What follows belongs to an exercise in optimizing a design on an open flow for small area and a short achievable clock period; a production flow would make more cautious choices. Only simulation tests tie the RTL to the original design; equivalence was not proved. Power is estimated from default activity; no workload was simulated.

## flow/design.v (module list and top-level ports; edited modules follow where they fit)
// module fox_cond: 31 lines
// module fox_dec: 139 lines
// module fox_alu: 169 lines
// module fox_add24: 112 lines
// module fox_xu: 186 lines
// module fox_mac: 1201 lines
// module fox_add72: 432 lines
module fox_xu (
    input  wire        clk,
    input  wire        rst,           
    input  wire        in_valid,
    input  wire [47:0] in_word,
    output reg         wa_en,
    output reg  [3:0]  wa_idx,
    output reg  [23:0] wa_data,
    output reg         wb_en,
    output reg  [3:0]  wb_idx,
    output reg  [23:0] wb_data,
    output reg         trap,
    output reg  [1:0]  trap_cause,    
    output reg  [4:0]  flg,           
    output reg  [71:0] acc            
);
  // ...
==> flow/run.sh <==
#!/bin/bash
# synth_recipe.tcl (not shown) runs the flow's synth.tcl, then flattens the netlist and writes it again
# the make line also repeats each setting of config.mk as NAME=value (left out here)
make -C /OpenROAD-flow-scripts/flow DESIGN_CONFIG=/design/flow/config.mk WORK_HOME=/design/flow/orfs CLKGATE_MAP_FILE= SYNTH_SCRIPT=/design/flow/synth_recipe.tcl finish
==> flow/config.mk <==
export PLATFORM = sky130hd
export DESIGN_NAME = fox_xu
export DESIGN_NICKNAME = fox_xu
export VERILOG_FILES = /design/flow/design.v
export SDC_FILE = /design/flow/constraint.sdc
export NUM_CORES = 4
export LEC_CHECK = 0
export CAP_MARGIN = 20
export CELL_PAD_IN_SITES_DETAIL_PLACEMENT = 1
export CELL_PAD_IN_SITES_GLOBAL_PLACEMENT = 2
export CORE_MARGIN = 2
export CORE_UTILIZATION = 30
export PLACE_DENSITY = 0.5
export SLEW_MARGIN = 20
==> flow/constraint.sdc <==
create_clock -name core_clock -period 21.0 [get_ports {clk}]
set_input_delay 4.2000 -clock core_clock [delete_from_list [all_inputs] [get_ports {clk}]]
set_output_delay 4.2000 -clock core_clock [all_outputs]
set_load 0.01 [all_outputs]
==> flow_summary.toml, run 1 <==
[floorplanning]
die_w_um = 502.0
rows = 182
count_of_boundary_i_o_pins = 189
floorplan.core_area_um2 = 246200

[route]
drt_iter0_drc = 11900
m1WireLength_um = 216200
vias = 90230
drt-total-wl_um = 585000

[timing]
timing.setup.tns_ps = 0
finalCriticalPeriod_ps = 15020
final-max-slew-violation-count = 0

[yosys]
synth_simple_gate_area_frac = 0.1813
synthMostInstantiatedCell = "sky130_fd_sc_hd__nand2_1"
synth_fp_nets = 10300

[layout]
layout.cells.most_common = "sky130_fd_sc_hd__nand2_1"
multiInputCombCellCount = 7658
insertedDiodeCount = 39
multiInputGateArea_um2 = 57470
fillers = 29080

[power]
switching_power_mw = 5.793
pwr-share-clk = 0.159
pwr.group.clock_mw = 1.73
p_leak_nw = 31.47

[global_routing]
grt_antenna_before_repair = 54
globalRouteOverflowTotal = 0
global_route.usage.met2 = 0.6873

[placement]
portBuffers = 188
place_area_um2 = 82230
hpwl_um = 431000

[clock_network]
postCtsSetupRepairBufs = 0
cts_max_path_buffers = 3
cts_resized = 0
postCtsHoldBufs = 0
cts_inserted_buffers = 90

[worst_setup_path]
arrival_ps = 15710
timing.critical_path.to = "flg[2]$_SDFF_PP0_"

[run_status]
status = "timing/DRC/antenna clean"

[job]
drv.max_cap_violation_count = 0
==> module fox_dec, before the edit <==
module fox_dec #(
    parameter LONG   = 1,
    parameter SLOT_B = 0
) (
    input  wire [46:0] word,
    output reg  [3:0]  cond,
    output reg  [5:0]  opc,
    output reg  [3:0]  rd,
    output reg  [3:0]  ra,
    output reg  [3:0]  rb,
    output reg  [23:0] imm,
    output reg         b_imm,      
    output reg         ill,        
    output reg         dst_w,      
    output reg         dst_flg,
    output reg         dst_tf,
    output reg         dst_mul
);
    reg [6:0] lop;
    function automatic writes_wd(input [5:0] o);
        writes_wd = (o >= 6'h01 && o <= 6'h0C) || o == 6'h0F ||
                    (o >= 6'h11 && o <= 6'h1C) || o == 6'h1F ||
                    (o >= 6'h20 && o <= 6'h2D) || o == 6'h36 || o == 6'h3C;
    endfunction
    function automatic writes_flg(input [5:0] o);
        writes_flg = (o >= 6'h01 && o <= 6'h0E) || (o >= 6'h11 && o <= 6'h1E) ||
                     (o >= 6'h20 && o <= 6'h2B) || o == 6'h2E || o == 6'h36;
    endfunction
    always @(*) begin
        cond  = 4'd0;
        opc   = 6'h00;
        rd    = 4'd0;
        ra    = 4'd0;
        rb    = 4'd0;
        imm   = 24'd0;
        b_imm = 1'b0;
        ill   = 1'b0;
        lop   = 7'h00;
        if (LONG) begin
            cond = word[46:43];
            lop  = word[42:36];
            opc  = lop[5:0];
            if (lop == 7'h00) begin
                ill = (word[35:0] != 36'd0);
            end else if ((lop >= 7'h01 && lop <= 7'h0F) || (lop >= 7'h20 && lop <= 7'h23) ||
                         (lop >= 7'h28 && lop <= 7'h2B)) begin
                rd  = word[35:32];
                ra  = word[31:28];
                rb  = word[27:24];
                ill = (word[23:0] != 24'd0);
                if ((lop == 7'h0D || lop == 7'h0E) && rd != 4'd0) ill = 1'b1;
                if ((lop == 7'h0F || (lop >= 7'h28 && lop <= 7'h2B)) && rb != 4'd0) ill = 1'b1;
            end else if (lop >= 7'h11 && lop <= 7'h1F) begin
                rd    = word[35:32];
                ra    = word[31:28];
                imm   = word[23:0];
                b_imm = 1'b1;
                ill   = (word[27:24] != 4'd0);
                if ((lop == 7'h1D || lop == 7'h1E) && rd != 4'd0) ill = 1'b1;
                if (lop == 7'h1F && ra != 4'd0) ill = 1'b1;
            end else if ((lop >= 7'h24 && lop <= 7'h27) || (lop >= 7'h2C && lop <= 7'h2E)) begin
                rd    = word[35:32];
                ra    = word[31:28];
                imm   = {19'd0, word[4:0]};
                b_imm = 1'b1;
                ill   = (word[27:24] != 4'd0) || (word[23:5] != 19'd0) || (word[4:0] >= 5'd24);
                if (lop == 7'h2E && rd != 4'd0) ill = 1'b1;
            end else if (lop == 7'h2F) begin
                imm   = {20'd0, word[27:24]};
                b_imm = 1'b1;
                ill   = (word[35:28] != 8'd0) || (word[23:0] != 24'd0);
            end else if (lop >= 7'h30 && lop <= 7'h35) begin
                ra  = word[31:28];
                rb  = word[27:24];
                ill = (word[35:32] != 4'd0) || (word[23:0] != 24'd0);
            end else if (lop == 7'h36) begin
                rd    = word[35:32];
                imm   = {18'd0, word[5:0]};
                b_imm = 1'b1;
                ill   = (word[31:6] != 26'd0) || (word[5:0] >= 6'd48);
            end else if (lop == 7'h3C || lop == 7'h3D) begin
                rd    = word[35:32];
                ra    = word[35:32];
                imm   = {20'd0, word[27:24]};
                b_imm = 1'b1;
                ill   = (word[31:28] != 4'd0) || (word[23:0] != 24'd0) ||
                        !(word[27:24] == 4'd0 || (word[27:24] >= 4'd6 && word[27:24] <= 4'd8));
            end else begin
                ill = 1'b1;
            end
        end else begin
            cond = (word[22:20] == 3'd7) ? 4'd15 : {1'b0, word[22:20]};
            opc  = word[19:14];
            if (opc == 6'h00) begin
                ill = (word[13:0] != 14'd0);
            end else if ((opc >= 6'h01 && opc <= 6'h0F) || (opc >= 6'h20 && opc <= 6'h23) ||
                         (opc >= 6'h28 && opc <= 6'h2B)) begin
                rd  = word[13:10];
                ra  = word[9:6];
                rb  = word[5:2];
                ill = (word[1:0] != 2'd0);
                if ((opc == 6'h0D || opc == 6'h0E) && rd != 4'd0) ill = 1'b1;
                if ((opc == 6'h0F || (opc >= 6'h28 && opc <= 6'h2B)) && rb != 4'd0) ill = 1'b1;
            end else if (opc >= 6'h11 && opc <= 6'h1F) begin
                rd    = word[13:10];
                ra    = word[13:10];
                imm   = {{14{word[9]}}, word[9:0]};
                b_imm = 1'b1;
            end else if ((opc >= 6'h24 && opc <= 6'h27) || (opc >= 6'h2C && opc <= 6'h2E)) begin
                rd    = word[13:10];
                ra    = word[9:6];
                imm   = {19'd0, word[5:1]};
                b_imm = 1'b1;
                ill   = word[0] || (word[5:1] >= 5'd24);
                if (opc == 6'h2E && rd != 4'd0) ill = 1'b1;
            end else if (opc >= 6'h30 && opc <= 6'h35) begin
                ra  = word[9:6];
                rb  = word[5:2];
                ill = (word[13:10] != 4'd0) || (word[1:0] != 2'd0);
            end else if (opc == 6'h3C || opc == 6'h3D) begin
                rd    = word[13:10];
                ra    = word[13:10];
                imm   = {20'd0, word[9:6]};
                b_imm = 1'b1;
                ill   = (word[5:0] != 6'd0) ||
                        !(word[9:6] == 4'd0 || (word[9:6] >= 4'd6 && word[9:6] <= 4'd8));
            end else begin
                ill = 1'b1;
            end
            if (SLOT_B && (opc == 6'h0D || opc == 6'h0E || opc == 6'h1D || opc == 6'h1E))
                ill = 1'b1;
        end
        dst_w   = writes_wd(opc);
        dst_flg = (writes_flg(opc) && !SLOT_B) || (opc == 6'h3D && imm[3:0] == 4'd0);
        dst_tf  = (opc == 6'h2E) || (opc == 6'h2F) || (opc == 6'h3D && imm[3:0] == 4'd0);
        dst_mul = (opc >= 6'h30 && opc <= 6'h35) ||
                  (opc == 6'h3D && imm[3:0] >= 4'd6 && imm[3:0] <= 4'd8);
    end
endmodule
==> module fox_alu, before the edit <==
module fox_alu #(
    parameter LONG_OPS = 1           
) (
    input  wire [5:0]  opc,
    input  wire [23:0] a,
    input  wire [23:0] rv,           
    input  wire [23:0] imm,          
    input  wire        bi,           
    input  wire [3:0]  cc,           
    input  wire [5:0]  es,           
    input  wire [3:0]  sp,           
    input  wire [4:0]  flg,          
    input  wire [71:0] acc,          
    output reg  [23:0] d,
    output reg  [4:0]  fmask,        
    output reg  [4:0]  fval          
);
    wire cin = flg[1];
    genvar gi;
    wire [3:0] l   = opc[3:0];
    wire       g01 = !opc[5];                        
    wire       o_add  = g01 && (l == 4'h1 || l == 4'h2);
    wire       o_sub  = g01 && (l == 4'h3 || l == 4'h4 || l == 4'hD);
    wire       o_neg  = (opc == 6'h28);
    wire       o_abs  = (opc == 6'h2A);
    wire       o_mm   = g01 && (l == 4'h9 || l == 4'hA || l == 4'hB || l == 4'hC);
    wire       o_and  = g01 && (l == 4'h5 || l == 4'hE);
    wire       o_or   = g01 && (l == 4'h6);
    wire       o_xor  = g01 && (l == 4'h7);
    wire       o_andn = g01 && (l == 4'h8);
    wire       o_mov  = (opc == 6'h0F);
    wire       o_movi = (opc == 6'h1F);
    wire       o_sh   = (opc[5:3] == 3'b100);            
    wire       o_not  = (opc == 6'h29);
    wire       o_clz  = (opc == 6'h2B);
    wire       o_bset = (opc == 6'h2C);
    wire       o_bclr = (opc == 6'h2D);
    wire       o_btst = (opc == 6'h2E);
    wire       o_tfc  = LONG_OPS && (opc == 6'h2F);
    wire       o_exa  = LONG_OPS && (opc == 6'h36);
    wire       o_mvr  = (opc == 6'h3C);
    wire       o_ar   = o_add || o_sub || o_neg;
    wire [38:0] e1 = es[5] ? acc[70:32] : es[4] ? acc[54:16] : acc[38:0];
    wire [30:0] e2 = es[3] ? e1[38:8] : e1[30:0];
    wire [26:0] e3 = es[2] ? e2[30:4] : e2[26:0];
    wire [24:0] e4 = es[1] ? e3[26:2] : e3[24:0];
    wire [23:0] exa_t = es[0] ? e4[24:1] : e4[23:0];
    wire [70:23] dif = acc[70:23] ^ {48{acc[71]}};
    wire [47:0] sfx;
    generate
        for (gi = 0; gi < 48; gi = gi + 1) begin : g_sfx
            assign sfx[gi] = |dif[70:23+gi];
        end
    endgenerate
    wire [15:0] sf1 = es[5] ? sfx[47:32] : es[4] ? sfx[31:16] : sfx[15:0];
    wire        exa_ok = !sf1[es[3:0]];
    wire [23:0] exa_d  = exa_ok ? exa_t : {acc[71], {23{!acc[71]}}};
    reg [23:0] sp_d;
    always @(*) begin
        case (sp)
            4'd0:    sp_d = {19'd0, flg};
            4'd6:    sp_d = acc[23:0];
            4'd7:    sp_d = acc[47:24];
            default: sp_d = acc[71:48];
        endcase
    end
    wire [23:0] b  = bi ? imm : rv;
    wire        ng    = o_neg || o_abs;              
    wire        inv_b = o_sub || o_mm;               
    wire [23:0] add_x = ng ? 24'd0 : a;
    wire [23:0] add_y = ng ? ~a : (inv_b ? ~b : b);
    wire        add_c = (g01 && (l == 4'h2 || l == 4'h4)) ? cin : (ng || inv_b);
    wire [23:0] sum;
    wire        add_co;
    fox_add24 u_add (.x(add_x), .y(add_y), .ci(add_c), .s(sum), .co(add_co));
    wire        add_v = (add_x[23] == add_y[23]) && (sum[23] != add_x[23]);
    wire [23:0] add_t = {add_x[22:0] | add_y[22:0], add_c};
    wire        add_z = ((add_x ^ add_y) == add_t);
    wire lt_u = !add_co;
    wire lt_s = lt_u ^ a[23] ^ b[23];
    wire lt   = (l[2] || (l[1] && l[0])) ? lt_u : lt_s;   
    wire take_a = l[0] ? lt : !lt;                   
    wire za      = (a == 24'd0);
    wire zb      = (b == 24'd0);
    wire abs_ovf = o_abs && a[23] && (a[22:0] == 23'd0);
    wire [4:0]  n  = b[4:0];
    wire [23:0] oh = 24'd1 << n;
    wire [23:0] bb = (o_bset || o_bclr) ? oh : (o_mvr || o_exa) ? (o_mvr ? sp_d : exa_d) : b;
    localparam [3:0] TT_AND = 4'b1000, TT_OR = 4'b1110, TT_XOR = 4'b0110,
                     TT_ANDN = 4'b0100, TT_NOT = 4'b0011, TT_A = 4'b1100,
                     TT_B = 4'b1010;
    wire [3:0] tt = ({4{o_and}}             & TT_AND)
                  | ({4{o_or || o_bset}}    & TT_OR)
                  | ({4{o_xor}}             & TT_XOR)
                  | ({4{o_andn || o_bclr}}  & TT_ANDN)
                  | ({4{o_not}}             & TT_NOT)
                  | ({4{o_mov || (o_abs && !a[23]) || (o_mm && take_a)}} & TT_A)
                  | ({4{o_movi || o_mvr || o_exa || (o_mm && !take_a)}} & TT_B);
    wire [23:0] lu;
    generate
        for (gi = 0; gi < 24; gi = gi + 1) begin : g_lu
            assign lu[gi] = tt[{a[gi], bb[gi]}];
        end
    endgenerate
    wire [1:0]  sk   = opc[1:0];                     
    wire        lsl  = (sk == 2'd0) && !o_btst;
    wire [4:0]  ra   = lsl ? (5'd24 - n) : n;
    wire [23:0] r1 = ra[0] ? {a[0],     a[23:1]}   : a;
    wire [23:0] r2 = ra[1] ? {r1[1:0],  r1[23:2]}  : r1;
    wire [23:0] r3 = ra[2] ? {r2[3:0],  r2[23:4]}  : r2;
    wire [23:0] r4 = ra[3] ? {r3[7:0],  r3[23:8]}  : r3;
    wire [23:0] rot = ra[4] ? {r4[15:0], r4[23:16]} : r4;
    wire [23:0] th = ~(24'hFFFFFF << n);
    wire [23:0] th_r;
    generate
        for (gi = 0; gi < 24; gi = gi + 1) begin : g_thr
            assign th_r[gi] = th[23 - gi];
        end
    endgenerate
    wire [23:0] keep = (sk == 2'd3) ? 24'hFFFFFF : (lsl ? ~th : ~th_r);
    wire        fill = (sk == 2'd2) && a[23];
    wire [23:0] sh_d = (rot & keep) | ({24{fill}} & ~keep);
    wire        n0   = (n == 5'd0);
    wire        nbig = n[4] && n[3] && (n[2:0] != 3'd0);
    wire        sh_cw = (sk == 2'd3) ? !(n0 || n == 5'd24) : !n0;
    wire        sh_c  = (sk == 2'd3) ? rot[23] :
                        nbig ? (sk == 2'd2 && a[23]) :
                        lsl ? rot[0] : rot[23];
    wire        abit = rot[0];
    reg [4:0] clz;
    integer i;
    always @(*) begin
        clz = 5'd24;
        for (i = 0; i < 24; i = i + 1)
            if (a[i]) clz = 5'd23 - i[4:0];
    end
    wire tfc_holds;
    fox_cond u_tfc (.cond(cc), .flg(flg), .holds(tfc_holds));
    wire s_ar = o_ar || (o_abs && a[23] && !abs_ovf);
    wire s_lu = o_mm || o_and || o_or || o_xor || o_andn || o_not || o_mov || o_movi ||
                o_bset || o_bclr || o_mvr || o_exa || (o_abs && !a[23]);
    always @(*) begin
        d = ({24{s_ar}}    & sum)
          | ({24{s_lu}}    & lu)
          | ({24{o_sh}}    & sh_d)
          | ({24{o_clz}}   & {19'd0, clz})
          | ({24{abs_ovf}} & 24'h7FFFFF);
        fmask = 5'b00000;
        if (o_ar)                                            fmask = 5'b01111;
        if (o_mm || o_and || o_or || o_xor || o_andn || o_not || o_clz)
                                                             fmask = 5'b01100;
        if (o_abs || o_exa)                                  fmask = 5'b01101;
        if (o_sh)                                            fmask = {3'b011, sh_cw, 1'b0};
        if (o_btst)                                          fmask = 5'b10100;
        if (o_tfc)                                           fmask = 5'b10000;
        fval[4] = o_tfc ? tfc_holds : abit;
        fval[3] = d[23];
        fval[2] = o_btst ? !abit :
                  o_ar   ? add_z :
                  o_mm   ? (take_a ? za : zb) :
                  o_abs  ? za :
                  o_clz  ? a[23] :
                  o_sh   ? (sh_d == 24'd0) :
                  o_exa  ? (exa_d == 24'd0) :
                           (lu == 24'd0);
        fval[1] = o_sh ? sh_c : add_co;
        fval[0] = o_abs ? abs_ovf : o_exa ? !exa_ok : add_v;
    end
endmodule
==> module fox_xu, before the edit <==
module fox_xu (
    input  wire        clk,
    input  wire        rst,           
    input  wire        in_valid,
    input  wire [47:0] in_word,
    output reg         wa_en,
    output reg  [3:0]  wa_idx,
    output reg  [23:0] wa_data,
    output reg         wb_en,
    output reg  [3:0]  wb_idx,
    output reg  [23:0] wb_data,
    output reg         trap,
    output reg  [1:0]  trap_cause,    
    output reg  [4:0]  flg,           
    output reg  [71:0] acc            
);
    reg [383:0] w;                   
    reg        m1_v, m2_v;
    reg [23:0] m1_a, m1_b;
    reg        m1_sg;
    reg [1:0]  m1_k;                 
    reg [71:0] m2_r;
    wire is_long = !in_word[47];
    wire l_ill, a_ill, b_ill;
    wire l_dw, l_df, l_dt, l_dm;
    wire a_dw, a_df, a_dt, a_dm;
    wire b_dw, b_df, b_dt, b_dm;
    fox_dec #(.LONG(1), .SLOT_B(0)) u_dec_l (
        .word(in_word[46:0]), .cond(), .opc(), .rd(), .ra(), .rb(),
        .imm(), .b_imm(), .ill(l_ill),
        .dst_w(l_dw), .dst_flg(l_df), .dst_tf(l_dt), .dst_mul(l_dm));
    fox_dec #(.LONG(0), .SLOT_B(0)) u_dec_a (
        .word({24'd0, in_word[46:24]}), .cond(), .opc(), .rd(), .ra(), .rb(),
        .imm(), .b_imm(), .ill(a_ill),
        .dst_w(a_dw), .dst_flg(a_df), .dst_tf(a_dt), .dst_mul(a_dm));
    fox_dec #(.LONG(0), .SLOT_B(1)) u_dec_b (
        .word({24'd0, in_word[23:1]}), .cond(), .opc(), .rd(), .ra(), .rb(),
        .imm(), .b_imm(), .ill(b_ill),
        .dst_w(b_dw), .dst_flg(b_df), .dst_tf(b_dt), .dst_mul(b_dm));
    wire [5:0] l_opc = in_word[41:36];
    wire [5:0] a_opc = in_word[43:38];
    wire [5:0] b_opc = in_word[20:15];
    wire l_movs = (l_opc[5:1] == 5'b11110);
    wire a_si   = (a_opc[5:4] == 2'b01);
    wire b_si   = (b_opc[5:4] == 2'b01);
    wire a_g1   = a_si || (a_opc[5:1] == 5'b11110);
    wire b_g1   = b_si || (b_opc[5:1] == 5'b11110);
    wire [3:0]  x_cond = is_long ? in_word[46:43] :
                         (in_word[46:44] == 3'd7) ? 4'd15 : {1'b0, in_word[46:44]};
    wire [5:0]  x_opc  = is_long ? l_opc : a_opc;
    wire [3:0]  x_rd   = is_long ? in_word[35:32] : in_word[37:34];
    wire [3:0]  x_ra   = is_long ? (l_movs ? in_word[35:32] : in_word[31:28])
                                 : (a_g1 ? in_word[37:34] : in_word[33:30]);
    wire [3:0]  x_rb   = is_long ? in_word[27:24] : in_word[29:26];
    wire [23:0] x_imm  = is_long ? in_word[23:0] :
                         a_si ? {{14{in_word[33]}}, in_word[33:24]} : {19'd0, in_word[29:25]};
    wire [3:0]  x_sp   = is_long ? in_word[27:24] : in_word[33:30];
    wire        x_bi   = (x_opc[5:4] == 2'b01) || (x_opc[5:4] == 2'b10 && x_opc[2]);
    wire        x_dw   = is_long ? l_dw : a_dw;
    wire [3:0]  y_cond = (in_word[23:21] == 3'd7) ? 4'd15 : {1'b0, in_word[23:21]};
    wire [3:0]  y_rd   = in_word[14:11];
    wire [3:0]  y_ra   = b_g1 ? in_word[14:11] : in_word[10:7];
    wire [3:0]  y_rb   = in_word[6:3];
    wire [23:0] y_imm  = b_si ? {{14{in_word[10]}}, in_word[10:1]} : {19'd0, in_word[6:2]};
    wire [3:0]  y_sp   = in_word[10:7];
    wire        y_bi   = (b_opc[5:4] == 2'b01) || (b_opc[5:4] == 2'b10 && b_opc[2]);
    wire ill      = is_long ? l_ill : (a_ill || b_ill || in_word[0]);
    wire conflict = !is_long && !ill &&
                    ((a_dw && b_dw && in_word[37:34] == in_word[14:11]) || (a_df && b_df) ||
                     (a_dt && b_dt) || (a_dm && b_dm));
    wire word_ok  = in_valid && !ill && !conflict;
    wire x_holds, y_holds;
    fox_cond u_cond_x (.cond(x_cond), .flg(flg), .holds(x_holds));
    fox_cond u_cond_y (.cond(y_cond), .flg(flg), .holds(y_holds));
    wire x_ex = word_ok && x_holds;
    wire y_ex = word_ok && !is_long && y_holds;
    function automatic [15:0] dec16(input [3:0] r);
        dec16 = 16'd1 << r;
    endfunction
    wire [15:0] xa_sel = is_long ? (l_movs ? dec16(in_word[35:32]) : dec16(in_word[31:28]))
                                 : (a_g1 ? dec16(in_word[37:34]) : dec16(in_word[33:30]));
    wire [15:0] xb_sel = is_long ? dec16(in_word[27:24]) : dec16(in_word[29:26]);
    wire [15:0] ya_sel = b_g1 ? dec16(in_word[14:11]) : dec16(in_word[10:7]);
    wire [15:0] yb_sel = dec16(in_word[6:3]);
    reg [23:0] x_a, x_rv, y_a, y_rv;
    integer r;
    always @(*) begin
        x_a  = 24'd0;
        x_rv = 24'd0;
        y_a  = 24'd0;
        y_rv = 24'd0;
        for (r = 0; r < 16; r = r + 1) begin
            x_a  = x_a  | ({24{xa_sel[r]}} & w[24*r +: 24]);
            x_rv = x_rv | ({24{xb_sel[r]}} & w[24*r +: 24]);
            y_a  = y_a  | ({24{ya_sel[r]}} & w[24*r +: 24]);
            y_rv = y_rv | ({24{yb_sel[r]}} & w[24*r +: 24]);
        end
    end
    wire [23:0] x_d, y_d;
    wire [4:0]  x_fm, x_fv, y_fm, y_fv;
    fox_alu #(.LONG_OPS(1)) u_alu_x (
        .opc(x_opc), .a(x_a), .rv(x_rv), .imm(x_imm), .bi(x_bi),
        .cc(in_word[27:24]), .es(in_word[5:0]), .sp(x_sp),
        .flg(flg), .acc(acc), .d(x_d), .fmask(x_fm), .fval(x_fv));
    fox_alu #(.LONG_OPS(0)) u_alu_y (
        .opc(b_opc), .a(y_a), .rv(y_rv), .imm(y_imm), .bi(y_bi),
        .cc(4'd0), .es(6'd0), .sp(y_sp),
        .flg(flg), .acc(acc), .d(y_d), .fmask(y_fm), .fval(y_fv));
    wire [4:0] y_fm_b = y_fm & 5'b10000;
    wire x_mw = x_ex && (x_opc == 6'h3D);
    wire y_mw = y_ex && (b_opc == 6'h3D);
    wire        x_mf    = x_mw && x_sp == 4'd0;
    wire        x_ma    = x_mw && x_sp != 4'd0;
    wire        flg_w   = x_mf || (y_mw && y_sp == 4'd0);
    wire [4:0]  flg_val = x_mf ? x_a[4:0] : y_a[4:0];
    wire        acc_w   = x_ma || (y_mw && y_sp != 4'd0);
    wire [3:0]  acc_sp  = x_ma ? x_sp : y_sp;
    wire [23:0] acc_val = x_ma ? x_a : y_a;
    wire x_mul = (x_opc[5:3] == 3'b110) && (x_opc[2:1] != 2'b11);
    wire y_mul = (b_opc[5:3] == 3'b110) && (b_opc[2:1] != 2'b11);
    wire        m_issue = (x_ex && x_mul) || (y_ex && y_mul);
    wire [5:0]  m_opc   = x_mul ? x_opc : b_opc;
    wire [23:0] m_a     = x_mul ? x_a : y_a;
    wire [23:0] m_b     = x_mul ? x_rv : y_rv;
    wire        m_signed = (m_opc != 6'h31) && (m_opc != 6'h33);
    wire [1:0]  m_kind   = (m_opc[2:1] == 2'd0) ? 2'd0 : (m_opc[2:1] == 2'd1) ? 2'd1 :
                           m_opc[0] ? 2'd3 : 2'd2;
    wire [71:0] m_base = m2_v ? m2_r : acc;
    wire [71:0] m_sum;
    fox_mac u_mac (
        .a(m1_a), .b(m1_b), .sg(m1_sg), .neg(m1_k == 2'd2),
        .base((m1_k == 2'd1 || m1_k == 2'd2) ? m_base : 72'd0), .sum(m_sum));
    wire [71:0] m_res = (m1_k == 2'd0) ? {m_base[71:48], m_sum[47:0]} : m_sum;
    wire [15:0] xw_sel = (x_ex && x_dw && !rst) ? dec16(x_rd) : 16'd0;
    wire [15:0] yw_sel = (y_ex && b_dw && !rst) ? dec16(y_rd) : 16'd0;
    integer k;
    always @(posedge clk) begin
        for (k = 0; k < 16; k = k + 1)
            w[24*k +: 24] <= ({24{!(rst || xw_sel[k] || yw_sel[k])}} & w[24*k +: 24])
                  | ({24{xw_sel[k]}} & x_d)
                  | ({24{yw_sel[k]}} & y_d);
        m1_a  <= m_a;
        m1_b  <= m_b;
        m1_sg <= m_signed;
        m1_k  <= m_kind;
        m2_r  <= m_res;
        if (rst) begin
            flg        <= 5'd0;
            acc        <= 72'd0;
            m1_v       <= 1'b0;
            m2_v       <= 1'b0;
            wa_en      <= 1'b0;
            wa_idx     <= 4'd0;
            wa_data    <= 24'd0;
            wb_en      <= 1'b0;
            wb_idx     <= 4'd0;
            wb_data    <= 24'd0;
            trap       <= 1'b0;
            trap_cause <= 2'd0;
        end else begin
            if (flg_w)
                flg <= flg_val;
            else
                flg <= (flg & ~((x_ex ? x_fm : 5'd0) | (y_ex ? y_fm_b : 5'd0)))
                     | ((x_ex ? x_fm & x_fv : 5'd0) | (y_ex ? y_fm_b & y_fv : 5'd0));
            m1_v  <= m_issue;
            m2_v  <= m1_v;
            if (m2_v)
                acc <= m2_r;
            else if (acc_w && acc_sp == 4'd6)
                acc[23:0] <= acc_val;
            else if (acc_w && acc_sp == 4'd7)
                acc[47:24] <= acc_val;
            else if (acc_w && acc_sp == 4'd8)
                acc[71:48] <= acc_val;
            wa_en      <= x_ex && x_dw;
            wa_idx     <= x_rd;
            wa_data    <= x_d;
            wb_en      <= y_ex && b_dw;
            wb_idx     <= y_rd;
            wb_data    <= y_d;
            trap       <= in_valid && (ill || conflict);
            trap_cause <= ill ? 2'd1 : 2'd2;
        end
    end
endmodule
==> inputs of run 2 (changes only) <==
--- a/flow/design.v
+++ b/flow/design.v
@@ -34,138 +34,98 @@
     parameter SLOT_B = 0
 ) (
     input  wire [46:0] word,
-    output reg  [3:0]  cond,
-    output reg  [5:0]  opc,
-    output reg  [3:0]  rd,
-    output reg  [3:0]  ra,
-    output reg  [3:0]  rb,
-    output reg  [23:0] imm,
-    output reg         b_imm,      
     output reg         ill,        
     output reg         dst_w,      
     output reg         dst_flg,
     output reg         dst_tf,
     output reg         dst_mul
 );
-    reg [6:0] lop;
+    wire [6:0]  lop = word[42:36];
+    wire        f1z = (word[35:32] == 4'd0);
+    wire        f2z = (word[31:28] == 4'd0);
+    wire        f3z = (word[27:24] == 4'd0);
+    wire        lowz = (word[23:0] == 24'd0);
+    wire        l_n24 = word[4] && word[3];                      
+    wire        l_sp  = (word[27:24] == 4'd0) || (word[27:24] == 4'd6) ||
+                        (word[27:24] == 4'd7) || (word[27:24] == 4'd8);
+    wire [5:0]  sop = word[19:14];
+    wire        g1z = (word[13:10] == 4'd0);
+    wire        g3z = (word[5:2] == 4'd0);
+    wire        s_n24 = word[5] && word[4];                      
+    wire        s_sp0 = (word[9:6] == 4'd0);
+    wire        s_spm = (word[9:6] == 4'd6) || (word[9:6] == 4'd7) || (word[9:6] == 4'd8);
+    function automatic [3:0] grp(input [5:0] o);     
+        case (o)
+            6'h00:                                             grp = 4'd6;
+            6'h01, 6'h02, 6'h03, 6'h04, 6'h05, 6'h06, 6'h07, 6'h08,
+            6'h09, 6'h0A, 6'h0B, 6'h0C, 6'h0D, 6'h0E, 6'h0F,
+            6'h20, 6'h21, 6'h22, 6'h23, 6'h28, 6'h29, 6'h2A, 6'h2B: grp = 4'd1;
+            6'h11, 6'h12, 6'h13, 6'h14, 6'h15, 6'h16, 6'h17, 6'h18,
+            6'h19, 6'h1A, 6'h1B, 6'h1C, 6'h1D, 6'h1E, 6'h1F:    grp = 4'd2;
+            6'h24, 6'h25, 6'h26, 6'h27, 6'h2C, 6'h2D, 6'h2E:    grp = 4'd3;
+            6'h30, 6'h31, 6'h32, 6'h33, 6'h34, 6'h35:           grp = 4'd4;
+            6'h3C, 6'h3D:                                      grp = 4'd5;
+            6'h2F:                                             grp = 4'd7;
+            6'h36:                                             grp = 4'd8;
+            default:                                           grp = 4'd0;
+        endcase
+    endfunction
     function automatic writes_wd(input [5:0] o);
-        writes_wd = (o >= 6'h01 && o <= 6'h0C) || o == 6'h0F ||
-                    (o >= 6'h11 && o <= 6'h1C) || o == 6'h1F ||
-                    (o >= 6'h20 && o <= 6'h2D) || o == 6'h36 || o == 6'h3C;
+        case (o)
+            6'h01, 6'h02, 6'h03, 6'h04, 6'h05, 6'h06, 6'h07, 6'h08, 6'h09, 6'h0A,
+            6'h0B, 6'h0C, 6'h0F, 6'h11, 6'h12, 6'h13, 6'h14, 6'h15, 6'h16, 6'h17,
+            6'h18, 6'h19, 6'h1A, 6'h1B, 6'h1C, 6'h1F, 6'h20, 6'h21, 6'h22, 6'h23,
+            6'h24, 6'h25, 6'h26, 6'h27, 6'h28, 6'h29, 6'h2A, 6'h2B, 6'h2C, 6'h2D,
+            6'h36, 6'h3C: writes_wd = 1'b1;
+            default:      writes_wd = 1'b0;
+        endcase
     endfunction
     function automatic writes_flg(input [5:0] o);
-        writes_flg = (o >= 6'h01 && o <= 6'h0E) || (o >= 6'h11 && o <= 6'h1E) ||
-                     (o >= 6'h20 && o <= 6'h2B) || o == 6'h2E || o == 6'h36;
+        case (o)
+            6'h01, 6'h02, 6'h03, 6'h04, 6'h05, 6'h06, 6'h07, 6'h08, 6'h09, 6'h0A,
+            6'h0B, 6'h0C, 6'h0D, 6'h0E, 6'h11, 6'h12, 6'h13, 6'h14, 6'h15, 6'h16,
+            6'h17, 6'h18, 6'h19, 6'h1A, 6'h1B, 6'h1C, 6'h1D, 6'h1E, 6'h20, 6'h21,
+            6'h22, 6'h23, 6'h24, 6'h25, 6'h26, 6'h27, 6'h28, 6'h29, 6'h2A, 6'h2B,
+            6'h2E, 6'h36: writes_flg = 1'b1;
+            default:      writes_flg = 1'b0;
+        endcase
     endfunction
+    wire [5:0] opc = LONG ? lop[5:0] : sop;
+    wire [3:0] g   = (LONG && lop[6]) ? 4'd0 : grp(opc);
+    wire       cmp = (opc == 6'h0D || opc == 6'h0E);             
+    wire       cmpi = (opc == 6'h1D || opc == 6'h1E);            
+    wire       nob = (opc == 6'h0F || opc[5:2] == 4'b1010);      
+    wire       btst = (opc == 6'h2E);
     always @(*) begin
-        cond  = 4'd0;
-        opc   = 6'h00;
-        rd    = 4'd0;
-        ra    = 4'd0;
-        rb    = 4'd0;
-        imm   = 24'd0;
-        b_imm = 1'b0;
-        ill   = 1'b0;
-        lop   = 7'h00;
         if (LONG) begin
-            cond = word[46:43];
-            lop  = word[42:36];
-            opc  = lop[5:0];
-            if (lop == 7'h00) begin
-                ill = (word[35:0] != 36'd0);
-            end else if ((lop >= 7'h01 && lop <= 7'h0F) || (lop >= 7'h20 && lop <= 7'h23) ||
-                         (lop >= 7'h28 && lop <= 7'h2B)) begin
-                rd  = word[35:32];
-                ra  = word[31:28];
-                rb  = word[27:24];
-                ill = (word[23:0] != 24'd0);
-                if ((lop == 7'h0D || lop == 7'h0E) && rd != 4'd0) ill = 1'b1;
-                if ((lop == 7'h0F || (lop >= 7'h28 && lop <= 7'h2B)) && rb != 4'd0) ill = 1'b1;
-            end else if (lop >= 7'h11 && lop <= 7'h1F) begin
-                rd    = word[35:32];
-                ra    = word[31:28];
-                imm   = word[23:0];
-                b_imm = 1'b1;
-                ill   = (word[27:24] != 4'd0);
-                if ((lop == 7'h1D || lop == 7'h1E) && rd != 4'd0) ill = 1'b1;
-                if (lop == 7'h1F && ra != 4'd0) ill = 1'b1;
-            end else if ((lop >= 7'h24 && lop <= 7'h27) || (lop >= 7'h2C && lop <= 7'h2E)) begin
-                rd    = word[35:32];
-                ra    = word[31:28];
-                imm   = {19'd0, word[4:0]};
-                b_imm = 1'b1;
-                ill   = (word[27:24] != 4'd0) || (word[23:5] != 19'd0) || (word[4:0] >= 5'd24);
-                if (lop == 7'h2E && rd != 4'd0) ill = 1'b1;
-            end else if (lop == 7'h2F) begin
-                imm   = {20'd0, word[27:24]};
-                b_imm = 1'b1;
-                ill   = (word[35:28] != 8'd0) || (word[23:0] != 24'd0);
-            end else if (lop >= 7'h30 && lop <= 7'h35) begin
-                ra  = word[31:28];
-                rb  = word[27:24];
-                ill = (word[35:32] != 4'd0) || (word[23:0] != 24'd0);
-            end else if (lop == 7'h36) begin
-                rd    = word[35:32];
-                imm   = {18'd0, word[5:0]};
-                b_imm = 1'b1;
-                ill   = (word[31:6] != 26'd0) || (word[5:0] >= 6'd48);
-            end else if (lop == 7'h3C || lop == 7'h3D) begin
-                rd    = word[35:32];
-                ra    = word[35:32];
-                imm   = {20'd0, word[27:24]};
-                b_imm = 1'b1;
-                ill   = (word[31:28] != 4'd0) || (word[23:0] != 24'd0) ||
-                        !(word[27:24] == 4'd0 || (word[27:24] >= 4'd6 && word[27:24] <= 4'd8));
-            end else begin
-                ill = 1'b1;
-            end
+            case (g)
+                4'd6:    ill = !(f1z && f2z && f3z && lowz);
+                4'd1:    ill = !lowz || (cmp && !f1z) || (nob && !f3z);
+                4'd2:    ill = !f3z || (cmpi && !f1z) || (opc == 6'h1F && !f2z);
+                4'd3:    ill = !f3z || (word[23:5] != 19'd0) || l_n24 || (btst && !f1z);
+                4'd7:    ill = !f1z || !f2z || !lowz;
+                4'd4:    ill = !f1z || !lowz;
+                4'd8:    ill = !f2z || !f3z || (word[23:6] != 18'd0) || (word[5] && word[4]);
+                4'd5:    ill = !f2z || !lowz || !l_sp;
+                default: ill = 1'b1;
+            endcase
         end else begin
-            cond = (word[22:20] == 3'd7) ? 4'd15 : {1'b0, word[22:20]};
-            opc  = word[19:14];
-            if (opc == 6'h00) begin
-                ill = (word[13:0] != 14'd0);
-            end else if ((opc >= 6'h01 && opc <= 6'h0F) || (opc >= 6'h20 && opc <= 6'h23) ||
-                         (opc >= 6'h28 && opc <= 6'h2B)) begin
-                rd  = word[13:10];
-                ra  = word[9:6];
-                rb  = word[5:2];
-                ill = (word[1:0] != 2'd0);
-                if ((opc == 6'h0D || opc == 6'h0E) && rd != 4'd0) ill = 1'b1;
-                if ((opc == 6'h0F || (opc >= 6'h28 && opc <= 6'h2B)) && rb != 4'd0) ill = 1'b1;
-            end else if (opc >= 6'h11 && opc <= 6'h1F) begin
-                rd    = word[13:10];
-                ra    = word[13:10];
-                imm   = {{14{word[9]}}, word[9:0]};
-                b_imm = 1'b1;
-            end else if ((opc >= 6'h24 && opc <= 6'h27) || (opc >= 6'h2C && opc <= 6'h2E)) begin
-                rd    = word[13:10];
-                ra    = word[9:6];
-                imm   = {19'd0, word[5:1]};
-                b_imm = 1'b1;
-                ill   = word[0] || (word[5:1] >= 5'd24);
-                if (opc == 6'h2E && rd != 4'd0) ill = 1'b1;
-            end else if (opc >= 6'h30 && opc <= 6'h35) begin
-                ra  = word[9:6];
-                rb  = word[5:2];
-                ill = (word[13:10] != 4'd0) || (word[1:0] != 2'd0);
-            end else if (opc == 6'h3C || opc == 6'h3D) begin
-                rd    = word[13:10];
-                ra    = word[13:10];
-                imm   = {20'd0, word[9:6]};
-                b_imm = 1'b1;
-                ill   = (word[5:0] != 6'd0) ||
-                        !(word[9:6] == 4'd0 || (word[9:6] >= 4'd6 && word[9:6] <= 4'd8));
-            end else begin
-                ill = 1'b1;
-            end
-            if (SLOT_B && (opc == 6'h0D || opc == 6'h0E || opc == 6'h1D || opc == 6'h1E))
+            case (g)
+                4'd6:    ill = (word[13:0] != 14'd0);
+                4'd1:    ill = (word[1:0] != 2'd0) || (cmp && !g1z) || (nob && !g3z);
+                4'd2:    ill = 1'b0;
+                4'd3:    ill = word[0] || s_n24 || (btst && !g1z);
+                4'd4:    ill = !g1z || (word[1:0] != 2'd0);
+                4'd5:    ill = (word[5:0] != 6'd0) || !(s_sp0 || s_spm);
+                default: ill = 1'b1;
+            endcase
+            if (SLOT_B && (cmp || cmpi))
                 ill = 1'b1;
         end
         dst_w   = writes_wd(opc);
-        dst_flg = (writes_flg(opc) && !SLOT_B) || (opc == 6'h3D && imm[3:0] == 4'd0);
-        dst_tf  = (opc == 6'h2E) || (opc == 6'h2F) || (opc == 6'h3D && imm[3:0] == 4'd0);
-        dst_mul = (opc >= 6'h30 && opc <= 6'h35) ||
-                  (opc == 6'h3D && imm[3:0] >= 4'd6 && imm[3:0] <= 4'd8);
+        dst_flg = (writes_flg(opc) && !SLOT_B) || (opc == 6'h3D && s_sp0);
+        dst_tf  = (opc == 6'h2E) || (opc == 6'h2F) || (opc == 6'h3D && s_sp0);
+        dst_mul = (opc[5:3] == 3'b110 && opc[2:1] != 2'b11) || (opc == 6'h3D && s_spm);
     end
 endmodule
 module fox_alu #(
@@ -325,9 +285,9 @@
         if (o_tfc)                                           fmask = 5'b10000;
         fval[4] = o_tfc ? tfc_holds : abit;
         fval[3] = d[23];
-        fval[2] = o_btst ? !abit :
+        fval[2] = o_mm   ? (take_a ? za : zb) :
+                  o_btst ? !abit :
                   o_ar   ? add_z :
-                  o_mm   ? (take_a ? za : zb) :
                   o_abs  ? za :
                   o_clz  ? a[23] :
                   o_sh   ? (sh_d == 24'd0) :
@@ -477,31 +437,26 @@
     wire a_dw, a_df, a_dt, a_dm;
     wire b_dw, b_df, b_dt, b_dm;
     fox_dec #(.LONG(1), .SLOT_B(0)) u_dec_l (
-        .word(in_word[46:0]), .cond(), .opc(), .rd(), .ra(), .rb(),
-        .imm(), .b_imm(), .ill(l_ill),
-        .dst_w(l_dw), .dst_flg(l_df), .dst_tf(l_dt), .dst_mul(l_dm));
+        .word(in_word[46:0]),
+        .ill(l_ill), .dst_w(l_dw), .dst_flg(l_df), .dst_tf(l_dt), .dst_mul(l_dm));
     fox_dec #(.LONG(0), .SLOT_B(0)) u_dec_a (
-        .word({24'd0, in_word[46:24]}), .cond(), .opc(), .rd(), .ra(), .rb(),
-        .imm(), .b_imm(), .ill(a_ill),
-        .dst_w(a_dw), .dst_flg(a_df), .dst_tf(a_dt), .dst_mul(a_dm));
+        .word({24'd0, in_word[46:24]}),
+        .ill(a_ill), .dst_w(a_dw), .dst_flg(a_df), .dst_tf(a_dt), .dst_mul(a_dm));
     fox_dec #(.LONG(0), .SLOT_B(1)) u_dec_b (
-        .word({24'd0, in_word[23:1]}), .cond(), .opc(), .rd(), .ra(), .rb(),
-        .imm(), .b_imm(), .ill(b_ill),
-        .dst_w(b_dw), .dst_flg(b_df), .dst_tf(b_dt), .dst_mul(b_dm));
+        .word({24'd0, in_word[23:1]}),
+        .ill(b_ill), .dst_w(b_dw), .dst_flg(b_df), .dst_tf(b_dt), .dst_mul(b_dm));
     wire [5:0] l_opc = in_word[41:36];
     wire [5:0] a_opc = in_word[43:38];
     wire [5:0] b_opc = in_word[20:15];
-    wire l_movs = (l_opc[5:1] == 5'b11110);
-    wire a_si   = (a_opc[5:4] == 2'b01);
-    wire b_si   = (b_opc[5:4] == 2'b01);
-    wire a_g1   = a_si || (a_opc[5:1] == 5'b11110);
-    wire b_g1   = b_si || (b_opc[5:1] == 5'b11110);
+    wire l_movs = l_opc[5] && l_opc[4] && l_opc[3];                  
+    wire a_si   = !a_opc[5];                                         
+    wire b_si   = !b_opc[5];
+    wire a_g1   = a_opc[4] && (!a_opc[5] || a_opc[3]);              
+    wire b_g1   = b_opc[4] && (!b_opc[5] || b_opc[3]);
     wire [3:0]  x_cond = is_long ? in_word[46:43] :
                          (in_word[46:44] == 3'd7) ? 4'd15 : {1'b0, in_word[46:44]};
     wire [5:0]  x_opc  = is_long ? l_opc : a_opc;
     wire [3:0]  x_rd   = is_long ? in_word[35:32] : in_word[37:34];
-    wire [3:0]  x_ra   = is_long ? (l_movs ? in_word[35:32] : in_word[31:28])
-                                 : (a_g1 ? in_word[37:34] : in_word[33:30]);
     wire [3:0]  x_rb   = is_long ? in_word[27:24] : in_word[29:26];
     wire [23:0] x_imm  = is_long ? in_word[23:0] :
                          a_si ? {{14{in_word[33]}}, in_word[33:24]} : {19'd0, in_word[29:25]};
@@ -510,7 +465,6 @@
     wire        x_dw   = is_long ? l_dw : a_dw;
     wire [3:0]  y_cond = (in_word[23:21] == 3'd7) ? 4'd15 : {1'b0, in_word[23:21]};
     wire [3:0]  y_rd   = in_word[14:11];
-    wire [3:0]  y_ra   = b_g1 ? in_word[14:11] : in_word[10:7];
     wire [3:0]  y_rb   = in_word[6:3];
     wire [23:0] y_imm  = b_si ? {{14{in_word[10]}}, in_word[10:1]} : {19'd0, in_word[6:2]};
     wire [3:0]  y_sp   = in_word[10:7];
@@ -609,11 +563,10 @@
             trap       <= 1'b0;
             trap_cause <= 2'd0;
         end else begin
-            if (flg_w)
-                flg <= flg_val;
-            else
-                flg <= (flg & ~((x_ex ? x_fm : 5'd0) | (y_ex ? y_fm_b : 5'd0)))
-                     | ((x_ex ? x_fm & x_fv : 5'd0) | (y_ex ? y_fm_b & y_fv : 5'd0));
+            for (k = 0; k < 5; k = k + 1)
+                flg[k] <= flg_w ? flg_val[k] :
+                          (x_ex && x_fm[k]) ? x_fv[k] :
+                          (y_ex && y_fm_b[k]) ? y_fv[k] : flg[k];
             m1_v  <= m_issue;
             m2_v  <= m1_v;
             if (m2_v)
==> run 2 against run 1 <==
Net effect:
- count of clock-buffer cells in the layout shrank 2
- final cell count grew 6.7%
- synthesized area grew 3.3%
- power increased by 10%
- largest cell class unchanged
- critical endpoint is now flg[3]$_SDFFE_PP0P_
- die area rose by 3.3%
- core utilization rose by 0.19 points
- worst hold slack got worse by 43 ps
- synthesized cell count increased by 6.6%
==> flow_summary.toml, run 2 <==
[worst_setup_path]
flop_to_flop_setup_slack_ps = 11500
critical_path.endpoint_type = "register"
crit_path_max_fanout = 75
depth_of_the_worst_register_to_register_path = 34
critical_path.reg2reg.startpoint = "m1_k[0]$_SDFF_PN0_"
arrival_ps = 15420
timing.rr.end = "m2_r[71]$_DFF_P_"
slowest_delay_ps = 990
critical_path.most_common_cell = "sky130_fd_sc_hd__buf_4"
worst-path-buf-inv = 6
critical_path_class = "input pin to register"
critPathTopFamily = "compound AO/OA/AOI/OAI gates"
element_type_at_the_critical_path_start = "input pin"
worst_ep_required_time_ps = 21580
cp_slowest_cell = "sky130_fd_sc_hd__mux2i_1"

[yosys]
synth_fp_nets = 10960
synthMostInstantiatedCell = "sky130_fd_sc_hd__nand2_1"
ys.warnings.count = 7
synth_flop_cell = "sky130_fd_sc_hd__dfxtp_1"
synth_edf_count = 0
netlist.top_cell.by_area = "sky130_fd_sc_hd__dfxtp_1"
synth.cell_area_um2 = 76880
post_synth_main_area_contributors = "sky130_fd_sc_hd__dfxtp_1, sky130_fd_sc_hd__fa_1, sky130_fd_sc_hd__a22oi_1"
synth_common_cells = "sky130_fd_sc_hd__nand2_1, sky130_fd_sc_hd__o21ai_0, sky130_fd_sc_hd__nor2_1"
yosysSeqAreaShare = 0.1685
synth.top_cell.area_share = 0.1685
netlist-cell-type-count = 122
synth_seq_cells = 647
async_reset_ff_frac = 0
syn-mean-instance-area_um2 = 7.414
syn-instance-count = 10370

[route]
route.antenna.remaining_nets = 0
m1WireLength_um = 260100
met2_length_um = 283800
first_pass_iteration_count_of_the_detailed_router = 7
routed_via_density = 7.425
top_layer = "met5"
detail_route.drc_violations = 0
per_cell_routed_wire_length_um = 51.07
met3_wirelength_um = 91420
vias = 103300
drt_iter0_drc = 17550
drt-total-wl_um = 710300

[power]
ir_worst_vdd_v = 0.0004267
p_leak_nw = 32.41
pwr_density_cell_nw_per_um2 = 135.0

[global_routing]
grt_antenna_before_repair = 144
grt_start_max_net_pins = 126
grt_first_pass_wirelength_um = 929100
grt_pass1_vias = 95270
globalRouteOverflowTotal = 0
grt.total_usage = 0.5292

[floorplanning]
effective_utilization_at_floorplan = 0.3022
die_height_um = 510.2
die_w_um = 510.2
floorplan.core_area_um2 = 254400
die_footprint_um2 = 260300
count_of_boundary_i_o_pins = 189
rows = 185

[run_status]
status = "timing/DRC/antenna clean"

[hold_path]
hold_start = "m1_v$_SDFF_PP0_"
worstHoldPathCells = 1
hold_end = "m2_v$_SDFF_PP0_"
timing.hold.worst.class = "register to register"

[clock_network]
cts.root.buffer_cell = "sky130_fd_sc_hd__clkbuf_16"
htree_num_levels = 3
cts_resized = 0
postCtsSetupRepairBufs = 0
cts_inserted_buffers = 91
cts_max_path_buffers = 3
path_clk_slew_ps = 50
postCtsHoldBufs = 0
cts_tree = "yes"
cts.sink_count = 647
clock_insertion_delay_worst_skew_ps = 830

[timing]
maxSlewHeadroom = 0.07048
final-max-slew-violation-count = 0
worst_slew_pin_tran_ps = 1382
clock.fmax_mhz = 67.39
timing.setup.tns_ps = 0
timing.final.hold_violations = 0
worst_clock_skew_ps = 88.78
finalSetupViolations = 0
rsz_0062_raised_after_global_routing = "false"
finalCriticalPeriod_ps = 14840
final.period_utilization = 0.7066

[layout]
fillers = 30450
largest_registers_in_the_final_layout = "w (384), acc (72), m2_r (72)"
register_area_um2 = 12960
design.final.nets = 10900
most-common-layout-cells = "sky130_fd_sc_hd__nand2_1, sky130_fd_sc_hd__o21ai_0, sky130_fd_sc_hd__nor2_1"
multiInputGateArea_um2 = 59460
drive_above_1_share = 0.1251
max_ffs_per_register = 384
areaGrowthSynthToFinish_pct = 15.78
post_route_cell_area_um2 = 89010
layout.cells.most_common = "sky130_fd_sc_hd__nand2_1"
largest-register = "w"

[placement]
hpwl_um = 510500
place_area_um2 = 85110
portBuffers = 188
gp_congestion = 1.113

[job]
drv.max_cap_violation_count = 0
run 2: cell count changes after synthesis, moves of 48 or more:
| cell | before | now |
|---|---|---|
| sky130_fd_sc_hd__o21ai_0 | 395 | 873 |
| sky130_fd_sc_hd__o221ai_1 | 336 | 43 |
| sky130_fd_sc_hd__nand2_1 | 1101 | 897 |
| sky130_fd_sc_hd__a21oi_1 | 518 | 706 |
| sky130_fd_sc_hd__inv_1 | 464 | 544 |
| sky130_fd_sc_hd__o21a_1 | 30 | 106 |
| sky130_fd_sc_hd__a221o_1 | 94 | 22 |
| sky130_fd_sc_hd__nor2_1 | 720 | 782 |
| sky130_fd_sc_hd__o21ai_1 | 19 | 77 |
| sky130_fd_sc_hd__a31oi_1 | 96 | 150 |
| sky130_fd_sc_hd__o31ai_1 | 31 | 83 |
| sky130_fd_sc_hd__nand4_1 | 129 | 180 |
| sky130_fd_sc_hd__buf_2 | 83 | 131 |
run 2: power breakdown:
part           internal (mW)  switching, mW
combinational           3.30           5.45
sequential              1.46         0.0533
clock                  0.995          0.766
total                   5.75           6.27
run 2: cells by family after synthesis:
group,count (synthesis),share of synthesized area
compound gates,3816,0.3319
xor+xnor,558,0.06406
mux,442,0.06180
buf+inv,1530,0.07957
flops,647,0.1685
fa+ha+maj,543,0.1200
simple gates,2833,0.1742
run 2: cell type report:
type | instances | share of cell area
multi-input combinational | 8192 | 0.6680
clock inverter | 43 | 0.007057
antenna | 161 | 0.004526
timing repair buffer | 823 | 0.07512
sequential | 647 | 0.1456
tap | 3366 | 0.04732
inverter | 554 | 0.02336
clock buffer | 121 | 0.02900
run 2: worst max-delay path by stage:
stage                      from                  end  slack (ps)  depth (start not counted)
global route        in_word[47]  flg[3]$_SDFFE_PP0P_        5990                         31
global placement    in_word[47]        w[76]$_DFF_P_        5880                         29
floorplan           in_word[47]       w[182]$_DFF_P_        9560                         37
finish              in_word[47]  flg[3]$_SDFFE_PP0P_        6160                         31
detailed placement  in_word[47]       w[239]$_DFF_P_        6070                         31
CTS                 in_word[47]  flg[2]$_SDFFE_PP0P_        6840                         32
run 2: routing by layer:
metal / vias to the layer above / GRT usage
met5: - / 0.01645
met4: 48 / 0.4552
met3: 3316 / 0.2443
met2: 9677 / 0.7294
met1: 52060 / 0.6126
li1: 38160 / -
run 2: through the flow:
step | worst slack [ps] | utilization | std cells | hold slack [ps] | power (mW)
floorplan | 9564 | - | 10370 | 413.8 | 7.187
global placement | 5882 | 0.3339 | 13560 | 417.4 | 9.932
detailed placement | 6067 | 0.3346 | 13570 | 436.6 | 10.13
CTS | 6841 | 0.3472 | 13730 | 444.8 | 11.92
global route | 5993 | 0.3485 | 13770 | 456.9 | 12.78
finish | 6161 | 0.3499 | 13910 | 444.9 | 12.02
==> inputs of run 3 (changes only) <==
--- a/flow/design.v
+++ b/flow/design.v
@@ -224,8 +224,8 @@
                   | ({4{o_xor}}             & TT_XOR)
                   | ({4{o_andn || o_bclr}}  & TT_ANDN)
                   | ({4{o_not}}             & TT_NOT)
-                  | ({4{o_mov || (o_abs && !a[23]) || (o_mm && take_a)}} & TT_A)
-                  | ({4{o_movi || o_mvr || o_exa || (o_mm && !take_a)}} & TT_B);
+                  | ({4{o_mov || (o_abs && !a[23])}} & TT_A)
+                  | ({4{o_movi || o_mvr || o_exa}} & TT_B);
     wire [23:0] lu;
     generate
         for (gi = 0; gi < 24; gi = gi + 1) begin : g_lu
@@ -267,11 +267,13 @@
     wire tfc_holds;
     fox_cond u_tfc (.cond(cc), .flg(flg), .holds(tfc_holds));
     wire s_ar = o_ar || (o_abs && a[23] && !abs_ovf);
-    wire s_lu = o_mm || o_and || o_or || o_xor || o_andn || o_not || o_mov || o_movi ||
+    wire s_lu = o_and || o_or || o_xor || o_andn || o_not || o_mov || o_movi ||
                 o_bset || o_bclr || o_mvr || o_exa || (o_abs && !a[23]);
     always @(*) begin
         d = ({24{s_ar}}    & sum)
           | ({24{s_lu}}    & lu)
+          | ({24{o_mm && take_a}}  & a)
+          | ({24{o_mm && !take_a}} & b)
           | ({24{o_sh}}    & sh_d)
           | ({24{o_clz}}   & {19'd0, clz})
           | ({24{abs_ovf}} & 24'h7FFFFF);
==> flow/flow/run.sh (new file) <==
#!/bin/bash
# Layout flow: the standard ORFS flow (standard.sh) from synthesis to the
# final layout, at the design's clock period and constraints, with two
# changes to how the layout is made:
#  - timing repair after placement, CTS and global routing aims for extra
#    setup slack (SETUP_SLACK_MARGIN), so the layout runs faster than the
#    clock period requires;
#  - the input and output port buffers are buf_4 cells.
# The output of each step is in orfs/logs; make's own output in make.log.
set -euo pipefail
cd "$(dirname "$0")/.."
bash standard.sh finish SETUP_SLACK_MARGIN=11 \
    "BUFFER_PORTS_ARGS=-buffer_cell sky130_fd_sc_hd__buf_4" > make.log 2>&1
==> flow/standard.sh (new file) <==
#!/bin/bash
# synth_recipe.tcl (not shown) runs the flow's synth.tcl, then flattens the netlist and writes it again
# the make line also repeats each setting of config.mk as NAME=value (left out here)
make -C /OpenROAD-flow-scripts/flow DESIGN_CONFIG=/design/flow/config.mk WORK_HOME=/design/flow/orfs CLKGATE_MAP_FILE= SYNTH_SCRIPT=/design/flow/synth_recipe.tcl "${@:-finish}"
removed: flow/run.sh
==> run 3 against run 2 <==
Net effect:
- now fails the layout checks on capacitance limit
- setup slack gained 4500 ps
- maximum frequency up 43%
- final cell count up 2.3%
- count of clock-buffer cells in the layout is 4 higher
- synthesized cell count down 1.4%
- synthesized area grew 0.89%
- die area up 0.88%
- critical endpoint is now wb_data[14]$_SDFF_PP0_
==> flow_summary.toml, run 3 <==
[yosys]
synthMostInstantiatedCell = "sky130_fd_sc_hd__nand2_1"
synth_common_cells = "sky130_fd_sc_hd__nand2_1, sky130_fd_sc_hd__clkbuf_1, sky130_fd_sc_hd__nor2_1"
synth.top_cell.area_share = 0.1670
syn-instance-count = 10220
synth.cell_area_um2 = 77560
netlist-cell-type-count = 132
synth_flop_cell = "sky130_fd_sc_hd__dfxtp_1"
post_synth_main_area_contributors = "sky130_fd_sc_hd__dfxtp_1, sky130_fd_sc_hd__fa_1, sky130_fd_sc_hd__a22oi_1"
synth_seq_cells = 647
ys.warnings.count = 7
syn-mean-instance-area_um2 = 7.588
synth_fp_nets = 10810
yosysSeqAreaShare = 0.1670
async_reset_ff_frac = 0
synth_edf_count = 0
netlist.top_cell.by_area = "sky130_fd_sc_hd__dfxtp_1"

[worst_setup_path]
critical_path.endpoint_type = "register"
depth_of_the_worst_register_to_register_path = 34
slowest_delay_ps = 720
critical_path.startpoint = "in_word[3]"
critical_path.reg2reg.startpoint = "m1_k[0]$_SDFF_PN0_"
arrival_ps = 11050
cp_slowest_cell = "sky130_fd_sc_hd__nor2_1"
timing.rr.end = "m2_r[71]$_DFF_P_"
element_type_at_the_critical_path_start = "input pin"
flop_to_flop_setup_slack_ps = 11360
crit_path_max_fanout = 16
critical_path_class = "input pin to register"
critical_path.most_common_cell = "sky130_fd_sc_hd__buf_16"
worst_ep_required_time_ps = 21700

[clock_network]
cts.root.buffer_cell = "sky130_fd_sc_hd__clkbuf_16"
clock_insertion_delay_worst_skew_ps = 860
path_clk_slew_ps = 60
cts.sink_count = 647
htree_num_levels = 3
postCtsHoldBufs = 0
cts_tree = "yes"
cts_max_path_buffers = 3
cts_inserted_buffers = 91

[layout]
largest-register = "w"
max_ffs_per_register = 384
finish.utilization = 0.3939
design.final.nets = 11190
final-instance-count-excl-fill = 14230
fillers = 29790
layout.cells.most_common = "sky130_fd_sc_hd__nand2_1"
post_route_cell_area_um2 = 101200
largest_registers_in_the_final_layout = "w (384), acc (72), m2_r (72)"
drive_above_1_share = 0.2302
areaGrowthSynthToFinish_pct = 30.47
most-common-layout-cells = "sky130_fd_sc_hd__nand2_1, sky130_fd_sc_hd__buf_4, sky130_fd_sc_hd__o21ai_0"

[timing]
rsz_0062_raised_after_global_routing = "true"
timing.final.hold_violations = 0
clock.fmax_mhz = 96.62
timing.setup.tns_ps = 0
final.period_utilization = 0.4928
finalSetupViolations = 0
final-max-slew-violation-count = 0
worst_clock_skew_ps = 117.2
worst_slew_pin_tran_ps = 1480
finalCriticalPeriod_ps = 10350
maxSlewHeadroom = 0.01349

[placement]
hpwl_um = 472000
dpl.cell_count = 13360
portBuffers = 188
gp_congestion = 1.113
place_area_um2 = 85950

[global_routing]
grt_first_pass_wirelength_um = 890000
grt_pass1_vias = 95440
grt.total_usage = 0.4927
globalRouteOverflowTotal = 0
grt_start_max_net_pins = 79
grt_antenna_before_repair = 136

[route]
drt_iter0_drc = 19540
detail_route.drc_violations = 0
routed_via_density = 7.404
first_pass_iteration_count_of_the_detailed_router = 13
route.antenna.remaining_nets = 0
per_cell_routed_wire_length_um = 49.54
drt-total-wl_um = 704800
vias = 105300

[floorplanning]
die_footprint_um2 = 262600
count_of_boundary_i_o_pins = 189
die_height_um = 512.5
rows = 186
effective_utilization_at_floorplan = 0.3019
die_w_um = 512.5
floorplan.core_area_um2 = 256900

[run_status]
status = "complete, but fails checks"
checkFailReasons = "capacitance limit"

[hold_path]
timing.hold.worst.class = "register to register"
worstHoldPathCells = 2
hold_start = "m2_r[49]$_DFF_P_"
hold_end = "acc[49]$_SDFFE_PP0P_"

[power]
pwr_density_cell_nw_per_um2 = 115.7
p_leak_nw = 39.20
ir_worst_vdd_v = 0.0003293

[job]
drv.max_cap_violation_count = 1
run 3: cell count changes after synthesis, moves of 87 or more:
cell and delta:
sky130_fd_sc_hd__a21o_1 +115, sky130_fd_sc_hd__a22oi_1 -123, sky130_fd_sc_hd__nand2_1 +87, sky130_fd_sc_hd__nor2_1 -100
sky130_fd_sc_hd__o21ai_0 -197, sky130_fd_sc_hd__o221ai_1 +178
run 3: routing by layer:
| layer | global-route usage | part of all wire | up-vias |
|---|---|---|---|
| met3 | 0.2339 | 0.16 | 2745 |
| met4 | 0.3094 | 0.079 | 100 |
| met2 | 0.6500 | 0.37 | 9931 |
| li1 | - | - | 38960 |
| met1 | 0.6293 | 0.39 | 53610 |
| met5 | 0.04128 | 0.0046 | - |
run 3: report_power, final:
part | total [mW] | leakage (nW) | internal (mW) | switching (mW)
clock | 1.74 | 1.57 | 0.965 | 0.772
sequential | 1.51 | 5.25 | 1.43 | 0.0709
combinational | 8.47 | 32.4 | 3.16 | 5.31
run 3: cell families (layout without fill, tap and decap cells):
group	after synthesis	after routing	share of synthesized area
adders and majority gates	543	543	0.1190
AOI/OAI and AO/OA	3597	3599	0.3267
DFF	647	647	0.1670
other	0	175	0
muxes	499	499	0.06740
and+or+nand+nor	2875	2880	0.1782
xor gates and xnor gates	557	557	0.06299
buffers and inverters	1504	1944	0.07877
run 3: worst max path at each step:
stage	endpoint	slack [ps]
2_1_floorplan	w[283]$_DFF_P_	10690
3_3_place_gp	w[367]$_DFF_P_	6790
3_5_place_dp	w[32]$_DFF_P_	7030
4_1_cts	w[41]$_DFF_P_	10940
5_1_grt	wb_data[14]$_SDFF_PP0_	10690
6_report	wb_data[14]$_SDFF_PP0_	10650
run 3: through the flow:
stage / hold WS (ps) / setup WS [ps] / total power, mW
2_1_floorplan: 413.8 / 10690 / 6.493
3_3_place_gp: 460.6 / 6794 / 9.029
3_5_place_dp: 457.5 / 7028 / 9.211
4_1_cts: 467.9 / 10940 / 11.19
5_1_grt: 495.3 / 10690 / 12.43
6_report: 471.4 / 10650 / 11.71
run 3: critical path, delay by kind of cell:
kind | cells | cell delay (ps)
AOI/OAI and AO/OA | 8 | 1840
xor gates and xnor gates | 1 | 180
adders and majority gates | 1 | 330
buffers and inverters | 11 | 1950
muxes | 1 | 220
and+or+nand+nor | 10 | 2180
run 3: final cells by class:
class                   count  area (um^2)  area share
inverters                 489         1881     0.01858
diodes                    175        437.9    0.004327
clock inverters            42        559.3    0.005527
repair buffers           1288        14420      0.1425
flip-flops and latches    647        12960      0.1281
well taps                3384         4234     0.04184
multi-input cells        8078        64060      0.6331
clock buffers             125         2645     0.02614
run 3: timing repair:
item / 4_1_cts / 5_1_grt
hold endpoints to repair: 0 / 0
gates cloned: 40 / 59
buffers inserted: 180 / 252
gates resized for setup: 591 / 558
setup endpoints to repair: 495 / 507
pin swaps: 88 / 164

==> re-timing with driven ports <==
Ports are ideal in the flow. The routed layouts listed here were re-timed in OpenROAD. Step 1 assumes that a clkbuf_16 drives the clock port and a buf_2 every other input. Step 2, shift: input delay + t, output delay - t, t = (earliest + latest rising clock arrival at the registers) / 2. This alone moves slack from input paths to output paths. Three values: ideal, step 1, step 2; two values: the first two.
run	shift t [ns]	setup WS [ns]	worst setup path after step 2	worst data-port slew with drivers (ns)
run 1	0.895	5.978 / 5.864 / 4.968	input to register	0.42
run 2	0.896	6.161 / 6.247 / 5.351	input to register	0.25
run 3	0.905	10.650 / 10.417 / 9.512	input to register	0.47
For run 3, which loses most, drivers alone change the setup slack by -0.233 ns; drivers and shift together by -1.138 ns.
